What follows belongs to an exercise in optimizing a design on an open flow for small area, a short achievable clock period and few clock cycles; a production flow would make more cautious choices. The RTL was checked by simulation tests, not by an equivalence proof against the original design.

==> flow/design.v <==
module audit_hash (
    input  wire         clk,
    input  wire         rst,
    input  wire         in_valid,
    output wire         in_ready,
    input  wire [63:0]  in_data,
    output reg          out_valid,
    output wire [255:0] out_hash
);
    localparam [31:0] IV0 = 32'h6a09e667, IV1 = 32'hbb67ae85, IV2 = 32'h3c6ef372, IV3 = 32'ha54ff53a,
                      IV4 = 32'h510e527f, IV5 = 32'h9b05688c, IV6 = 32'h1f83d9ab, IV7 = 32'h5be0cd19;
    reg         st;          
    reg  [6:0]  t;           
    reg         first;       
    reg  [2:0]  wc;          
    reg         hiok;        
    reg  [3:0]  pos;         
    reg         rounds;      
    reg         late;        
    reg         ffw;         
    reg         sw1;         
    reg  [2:0]  m;           
    reg         byp;         
    reg         ivld;        
    reg         push_hi;     
    reg         pad;         
    reg  [31:0] a, b, c, d, e, f, g, hk;
    reg  [31:0] w [0:15];
    reg  [31:0] ha [0:3];
    reg  [31:0] he [0:3];
    reg  [63:0] ibuf;
    reg         bfull;
    wire       push_lo = hiok;
    assign in_ready = ~bfull | hiok;
    wire       take = in_ready & in_valid;
    reg [31:0] k_t;
    always @(*) begin
        if (t[6]) k_t = 32'h428a2f98;
        else case (t[5:0])
            6'd0: k_t = 32'h71374491;
            6'd1: k_t = 32'hb5c0fbcf;
            6'd2: k_t = 32'he9b5dba5;
            6'd3: k_t = 32'h3956c25b;
            6'd4: k_t = 32'h59f111f1;
            6'd5: k_t = 32'h923f82a4;
            6'd6: k_t = 32'hab1c5ed5;
            6'd7: k_t = 32'hd807aa98;
            6'd8: k_t = 32'h12835b01;
            6'd9: k_t = 32'h243185be;
            6'd10: k_t = 32'h550c7dc3;
            6'd11: k_t = 32'h72be5d74;
            6'd12: k_t = 32'h80deb1fe;
            6'd13: k_t = 32'h9bdc06a7;
            6'd14: k_t = 32'hc19bf174;
            6'd15: k_t = 32'he49b69c1;
            6'd16: k_t = 32'hefbe4786;
            6'd17: k_t = 32'h0fc19dc6;
            6'd18: k_t = 32'h240ca1cc;
            6'd19: k_t = 32'h2de92c6f;
            6'd20: k_t = 32'h4a7484aa;
            6'd21: k_t = 32'h5cb0a9dc;
            6'd22: k_t = 32'h76f988da;
            6'd23: k_t = 32'h983e5152;
            6'd24: k_t = 32'ha831c66d;
            6'd25: k_t = 32'hb00327c8;
            6'd26: k_t = 32'hbf597fc7;
            6'd27: k_t = 32'hc6e00bf3;
            6'd28: k_t = 32'hd5a79147;
            6'd29: k_t = 32'h06ca6351;
            6'd30: k_t = 32'h14292967;
            6'd31: k_t = 32'h27b70a85;
            6'd32: k_t = 32'h2e1b2138;
            6'd33: k_t = 32'h4d2c6dfc;
            6'd34: k_t = 32'h53380d13;
            6'd35: k_t = 32'h650a7354;
            6'd36: k_t = 32'h766a0abb;
            6'd37: k_t = 32'h81c2c92e;
            6'd38: k_t = 32'h92722c85;
            6'd39: k_t = 32'ha2bfe8a1;
            6'd40: k_t = 32'ha81a664b;
            6'd41: k_t = 32'hc24b8b70;
            6'd42: k_t = 32'hc76c51a3;
            6'd43: k_t = 32'hd192e819;
            6'd44: k_t = 32'hd6990624;
            6'd45: k_t = 32'hf40e3585;
            6'd46: k_t = 32'h106aa070;
            6'd47: k_t = 32'h19a4c116;
            6'd48: k_t = 32'h1e376c08;
            6'd49: k_t = 32'h2748774c;
            6'd50: k_t = 32'h34b0bcb5;
            6'd51: k_t = 32'h391c0cb3;
            6'd52: k_t = 32'h4ed8aa4a;
            6'd53: k_t = 32'h5b9cca4f;
            6'd54: k_t = 32'h682e6ff3;
            6'd55: k_t = 32'h748f82ee;
            6'd56: k_t = 32'h78a5636f;
            6'd57: k_t = 32'h84c87814;
            6'd58: k_t = 32'h8cc70208;
            6'd59: k_t = 32'h90befffa;
            6'd60: k_t = 32'ha4506ceb;
            6'd61: k_t = 32'hbef9a3f7;
            6'd62: k_t = 32'hc67178f2;
            6'd63: k_t = 32'h428a2f98;
            default: k_t = 32'h0;
        endcase
    end
    wire [31:0] s1  = {e[5:0], e[31:6]} ^ {e[10:0], e[31:11]} ^ {e[24:0], e[31:25]};
    wire [31:0] ch  = (e & f) ^ (~e & g);
    wire [31:0] s0  = {a[1:0], a[31:2]} ^ {a[12:0], a[31:13]} ^ {a[21:0], a[31:22]};
    wire [31:0] maj = (a & b) ^ (a & c) ^ (b & c);
    wire [31:0] t1s = hk ^ s1 ^ ch;
    wire [31:0] t1c = {(hk[30:0] & s1[30:0]) | (hk[30:0] & ch[30:0]) | (s1[30:0] & ch[30:0]), 1'b0};
    wire [31:0] es  = t1s ^ t1c ^ d;
    wire [31:0] ec  = {(t1s[30:0] & t1c[30:0]) | (t1s[30:0] & d[30:0]) | (t1c[30:0] & d[30:0]), 1'b0};
    wire [31:0] as1 = t1s ^ t1c ^ s0;
    wire [31:0] ac1 = {(t1s[30:0] & t1c[30:0]) | (t1s[30:0] & s0[30:0]) | (t1c[30:0] & s0[30:0]), 1'b0};
    wire [31:0] as2 = as1 ^ ac1 ^ maj;
    wire [31:0] ac2 = {(as1[30:0] & ac1[30:0]) | (as1[30:0] & maj[30:0]) | (ac1[30:0] & maj[30:0]), 1'b0};
    wire [31:0] a_new = as2 + ac2;
    wire [31:0] e_new = es + ec;
    wire [31:0] ls0 = {w[1][6:0], w[1][31:7]} ^ {w[1][17:0], w[1][31:18]} ^ (w[1] >> 3);
    wire [31:0] ls1 = {w[14][16:0], w[14][31:17]} ^ {w[14][18:0], w[14][31:19]} ^ (w[14] >> 10);
    wire [31:0] w_new = ls1 + w[9] + ls0 + w[0];
    wire [31:0] hk_next = g + k_t + w[1];
    reg  [31:0] iva, ive;        
    reg  [31:0] lda, lde;        
    always @(*) begin
        case (t[1:0])
            2'd3: begin iva = IV3; ive = IV7; end
            2'd0: begin iva = IV2; ive = IV6; end
            2'd1: begin iva = IV1; ive = IV5; end
            default: begin iva = IV0; ive = IV4; end
        endcase
        case (t[1:0])
            2'd0: begin lda = IV3; lde = IV7; end
            2'd1: begin lda = IV2; lde = IV6; end
            2'd2: begin lda = IV1; lde = IV5; end
            default: begin lda = IV0; lde = IV4; end
        endcase
    end
    wire [31:0] suma = c + ha[0];
    wire [31:0] sume = g + he[0];
    wire [31:0] hw  = first ? 32'd0 : byp ? suma :
                      m[2] ? (m[0] ? he[2] : he[0]) : (m[0] ? ha[2] : ha[0]);
    reg  [1:0]  padk;        
    wire [31:0] padw = {padk[0], 21'd0, padk[1], padk[1], 8'd0};
    wire [31:0] w15 = (rounds & ~late) ? w_new :
                      push_hi ? ibuf[63:32] :
                      push_lo ? ibuf[31:0] :
                      pad     ? padw : w[0];
    assign out_hash = {ha[3], ha[2], ha[1], ha[0], he[3], he[2], he[1], he[0]};
    wire [2:0] wc_next = push_lo ? wc + 3'd1 : wc;
    wire go2 = ~st & t[6] & (t[3:0] == 4'd3) & ~wc[2];             
    wire go1 = st & t[6] & (t[3:0] == 4'd3) & wc_next[2];          
    wire go  = go1 | go2;
    wire       st_n    = go ? ~st : st;
    wire [6:0] t_n     = go ? 7'd0 :
                         {(t[3:0] == 4'd15 && t[6:4] != 3'd5) ? t[6:4] + 3'd1 : t[6:4], t[3:0] + 4'd1};
    wire [3:0] pos_n   = go ? 4'd12 : pos + 4'd1;
    wire       bfull_n = take | (bfull & ~push_lo);
    wire       hiok_n  = push_hi;
    wire       late_n  = t_n[6] | (t_n[5] & t_n[4]);
    integer i;
    always @(posedge clk) begin
        b <= a; c <= b; d <= c;
        f <= e; g <= f;
        hk <= hk_next;
        if (rounds) begin
            a <= a_new;
            e <= e_new;
        end else if (~st) begin
            a <= ha[3];
            e <= he[3];
        end else begin
            a <= lda;
            e <= lde;
        end
        for (i = 0; i < 15; i = i + 1)
            if (i != 1) w[i] <= w[i + 1];
        w[1]  <= sw1 ? hw : w[2];
        w[15] <= w15;
        for (i = 0; i < 3; i = i + 1) begin
            ha[i] <= ha[i + 1];
            he[i] <= he[i + 1];
        end
        ha[3] <= ffw ? suma : ivld ? iva : ha[0];
        he[3] <= ffw ? sume : ivld ? ive : he[0];
        if (take)
            ibuf <= in_data;
        if (rst) begin
            bfull     <= 1'b0;
            st        <= 1'b1;
            t         <= 7'd58;
            pos       <= 4'd6;
            rounds    <= 1'b1;
            late      <= 1'b1;
            ffw       <= 1'b0;
            sw1       <= 1'b0;
            m         <= 3'd0;
            byp       <= 1'b0;
            ivld      <= 1'b0;
            push_hi   <= 1'b0;
            pad       <= 1'b0;
            padk      <= 2'd0;
            first     <= 1'b1;
            wc        <= 3'd0;
            hiok      <= 1'b0;
            out_valid <= 1'b0;
        end else begin
            hiok      <= hiok_n;
            bfull     <= bfull_n;
            wc        <= wc_next;
            out_valid <= st & (t == 7'd66) & ~first;
            if (~st & (t == 7'd5))
                first <= 1'b0;
            st        <= st_n;
            t         <= t_n;
            pos       <= pos_n;
            rounds    <= ~t_n[6];
            late      <= late_n;
            ffw       <= (t_n >= 7'd63) & (t_n <= 7'd66);
            sw1       <= st_n ? (t_n[6] & (t_n[3:1] == 3'b001)) : (t_n[6:1] < 6'd3);
            m         <= st_n ? {2'b00, t_n[0]} : t_n[2:0] + 3'd2;
            byp       <= st_n & (t_n == 7'd66);
            ivld      <= ~st_n & (t_n >= 7'd8) & (t_n <= 7'd62);
            push_hi   <= bfull_n & ~hiok_n & late_n & (wc_next[2] == ~st_n) &
                         (pos_n == {st_n, wc_next[1:0], 1'b0});
            pad       <= ~st_n & late_n & pos_n[3];
            padk      <= {pos_n == 4'd15, pos_n == 4'd8};
        end
    end
endmodule
clock: 10.0 ns
lec_check: 0
cap_margin: 20
core_margin: 2
core_utilization: 40
cts_cluster_diameter: 110
cts_cluster_size: 22
place_density: 0.6
setup_slack_margin: 5
slew_margin: 20
standard.sh (not shown) runs the stock make flow with config.mk's settings and CLKGATE_MAP_FILE= SYNTH_SCRIPT=/design/flow/synth_recipe.tcl, a recipe that flattens the netlist after the stock synthesis.
==> flow/flow/run.sh <==
#!/bin/bash
# The standard layout (standard synthesis and ORFS steps unchanged); every
# input and output port still gets its own buffer, but a small buffer cell.
set -euo pipefail
bash standard.sh "BUFFER_PORTS_ARGS=-buffer_cell sky130_fd_sc_hd__buf_1" finish > standard_flow.log 2>&1
The starting point ran to the end with no violations.
Testbench counts at the start, summed over its fixed seeds: cycles 104,520.
Change:
--- a/flow/design.v
+++ b/flow/design.v
@@ -19,8 +19,10 @@
     reg         late;        
     reg         ffw;         
+    reg         pe;          
     reg         sw1;         
     reg  [2:0]  m;           
     reg         byp;         
     reg         ivld;        
+    reg         dmask;       
     reg         push_hi;     
     reg         pad;         
@@ -122,23 +124,23 @@
     wire [31:0] ls1 = {w[14][16:0], w[14][31:17]} ^ {w[14][18:0], w[14][31:19]} ^ (w[14] >> 10);
     wire [31:0] w_new = ls1 + w[9] + ls0 + w[0];
-    wire [31:0] hk_next = g + k_t + w[1];
+    wire [31:0] hk_next = g + (pe ? k_t : 32'd0) + (pe ? w[1] : 32'd0);
     reg  [31:0] iva, ive;        
     reg  [31:0] lda, lde;        
     always @(*) begin
         case (t[1:0])
-            2'd3: begin iva = IV3; ive = IV7; end
-            2'd0: begin iva = IV2; ive = IV6; end
-            2'd1: begin iva = IV1; ive = IV5; end
+            2'd0: begin iva = IV3; ive = IV7; end
+            2'd1: begin iva = IV2; ive = IV6; end
+            2'd2: begin iva = IV1; ive = IV5; end
             default: begin iva = IV0; ive = IV4; end
         endcase
         case (t[1:0])
-            2'd0: begin lda = IV3; lde = IV7; end
-            2'd1: begin lda = IV2; lde = IV6; end
-            2'd2: begin lda = IV1; lde = IV5; end
-            default: begin lda = IV0; lde = IV4; end
+            2'd0: begin lda = IV0; lde = IV4; end
+            2'd3: begin lda = IV1; lde = IV5; end
+            2'd2: begin lda = IV2; lde = IV6; end
+            default: begin lda = IV3; lde = IV7; end
         endcase
     end
-    wire [31:0] suma = c + ha[0];
-    wire [31:0] sume = g + he[0];
+    wire [31:0] suma = (d & {32{~dmask}}) + ha[0];
+    wire [31:0] sume = (hk & {32{~dmask}}) + he[0];
     wire [31:0] hw  = first ? 32'd0 : byp ? suma :
                       m[2] ? (m[0] ? he[2] : he[0]) : (m[0] ? ha[2] : ha[0]);
@@ -152,13 +154,14 @@
     wire [2:0] wc_next = push_lo ? wc + 3'd1 : wc;
     wire go2 = ~st & t[6] & (t[3:0] == 4'd3) & ~wc[2];             
-    wire go1 = st & t[6] & (t[3:0] == 4'd3) & wc_next[2];          
+    wire go1 = st & t[6] & (t[3:0] == 4'd4) & wc_next[2];          
     wire go  = go1 | go2;
     wire       st_n    = go ? ~st : st;
     wire [6:0] t_n     = go ? 7'd0 :
                          {(t[3:0] == 4'd15 && t[6:4] != 3'd5) ? t[6:4] + 3'd1 : t[6:4], t[3:0] + 4'd1};
-    wire [3:0] pos_n   = go ? 4'd12 : pos + 4'd1;
+    wire [3:0] pos_n   = go ? (st ? 4'd12 : 4'd11) : pos + 4'd1;
     wire       bfull_n = take | (bfull & ~push_lo);
     wire       hiok_n  = push_hi;
     wire       late_n  = t_n[6] | (t_n[5] & t_n[4]);
+    wire       go2_n   = ~st_n & t_n[6] & (t_n[3:0] == 4'd3) & ~wc_next[2];
     integer i;
     always @(posedge clk) begin
@@ -170,6 +173,6 @@
             e <= e_new;
         end else if (~st) begin
-            a <= ha[3];
-            e <= he[3];
+            a <= suma;
+            e <= sume;
         end else begin
             a <= lda;
@@ -191,13 +194,15 @@
             bfull     <= 1'b0;
             st        <= 1'b1;
-            t         <= 7'd58;
-            pos       <= 4'd6;
+            t         <= 7'd60;
+            pos       <= 4'd7;
             rounds    <= 1'b1;
             late      <= 1'b1;
             ffw       <= 1'b0;
+            pe        <= 1'b1;
             sw1       <= 1'b0;
             m         <= 3'd0;
             byp       <= 1'b0;
             ivld      <= 1'b0;
+            dmask     <= 1'b0;
             push_hi   <= 1'b0;
             pad       <= 1'b0;
@@ -211,5 +216,5 @@
             bfull     <= bfull_n;
             wc        <= wc_next;
-            out_valid <= st & (t == 7'd66) & ~first;
+            out_valid <= st & (t == 7'd67) & ~first;
             if (~st & (t == 7'd5))
                 first <= 1'b0;
@@ -219,9 +224,11 @@
             rounds    <= ~t_n[6];
             late      <= late_n;
-            ffw       <= (t_n >= 7'd63) & (t_n <= 7'd66);
-            sw1       <= st_n ? (t_n[6] & (t_n[3:1] == 3'b001)) : (t_n[6:1] < 6'd3);
-            m         <= st_n ? {2'b00, t_n[0]} : t_n[2:0] + 3'd2;
-            byp       <= st_n & (t_n == 7'd66);
-            ivld      <= ~st_n & (t_n >= 7'd8) & (t_n <= 7'd62);
+            ffw       <= (t_n[6:2] == 5'b10000);
+            pe        <= ~t_n[6] ? (t_n[5:0] != 6'd63) : (st_n ? (t_n[3:0] == 4'd4) : go2_n);
+            sw1       <= st_n ? (t_n[6] & ((t_n[3:0] == 4'd3) | (t_n[3:0] == 4'd4))) : (t_n[6:1] < 6'd3);
+            m         <= st_n ? {2'b00, t_n[2]} : t_n[2:0] + 3'd2;
+            byp       <= st_n & (t_n == 7'd67);
+            ivld      <= ~st_n & ~t_n[6] & (t_n[5:3] != 3'd0);
+            dmask     <= ~st_n & t_n[6] & (t_n[5:2] != 4'd0);
             push_hi   <= bfull_n & ~hiok_n & late_n & (wc_next[2] == ~st_n) &
                          (pos_n == {st_n, wc_next[1:0], 1'b0});
After rerunning: Final cell count is about the same. Clock skew drops by 0.0033 ns. Routed wire length drops by about 0.6%. Fmax increases by 0.59%. Clock-buffer cell count stays the same. Worst hold slack barely changes. Cell area grows by 0.89%. Global-route usage decreases by 0.24 points. First-iteration DRC count shrinks by about 1.2%. Setup slack improves by 0.029 ns. Register-to-register slack gains 0.03 ns. Die area rose by about 0.34%.
Testbench counts after the change, summed over its fixed seeds: cycles 105,408.

[static timing again, ports no longer ideal]
In the flow no input, the clock included, has a driving cell. The finished layouts below were timed again as built, in two steps. Step 1 sets driving cells, clkbuf_16 on the clock port and buf_2 on the other inputs (assumed; they add their load-dependent delay and slew). Step 2 adds t to the input delays and takes it off the output delays; t is the mean of the earliest and latest rising clock arrival at the registers after step 1. Input paths then give back, and output paths get back, about the clock's delay inside the block. a / b / c = no drivers / after step 1 / after step 2; a / b = the first two.
| run | t, ns | setup WS [ns] | clock arrival spread, ns | worst slew at a driven data input, ns | pins driven straight from the clock port |
|---|---|---|---|---|---|
| the first run | 0.785 | 5.018 / 5.018 / 4.892 | 0.066 / 0.066 | 0.07 | 1 |
| the second run | 0.790 | 5.048 / 5.048 / 4.546 | 0.061 / 0.060 | 0.05 | 1 |
After both steps every run listed still meets setup and hold. For the second run, which loses most, drivers alone change the setup slack by 0.000 ns; drivers and shift together by -0.502 ns.
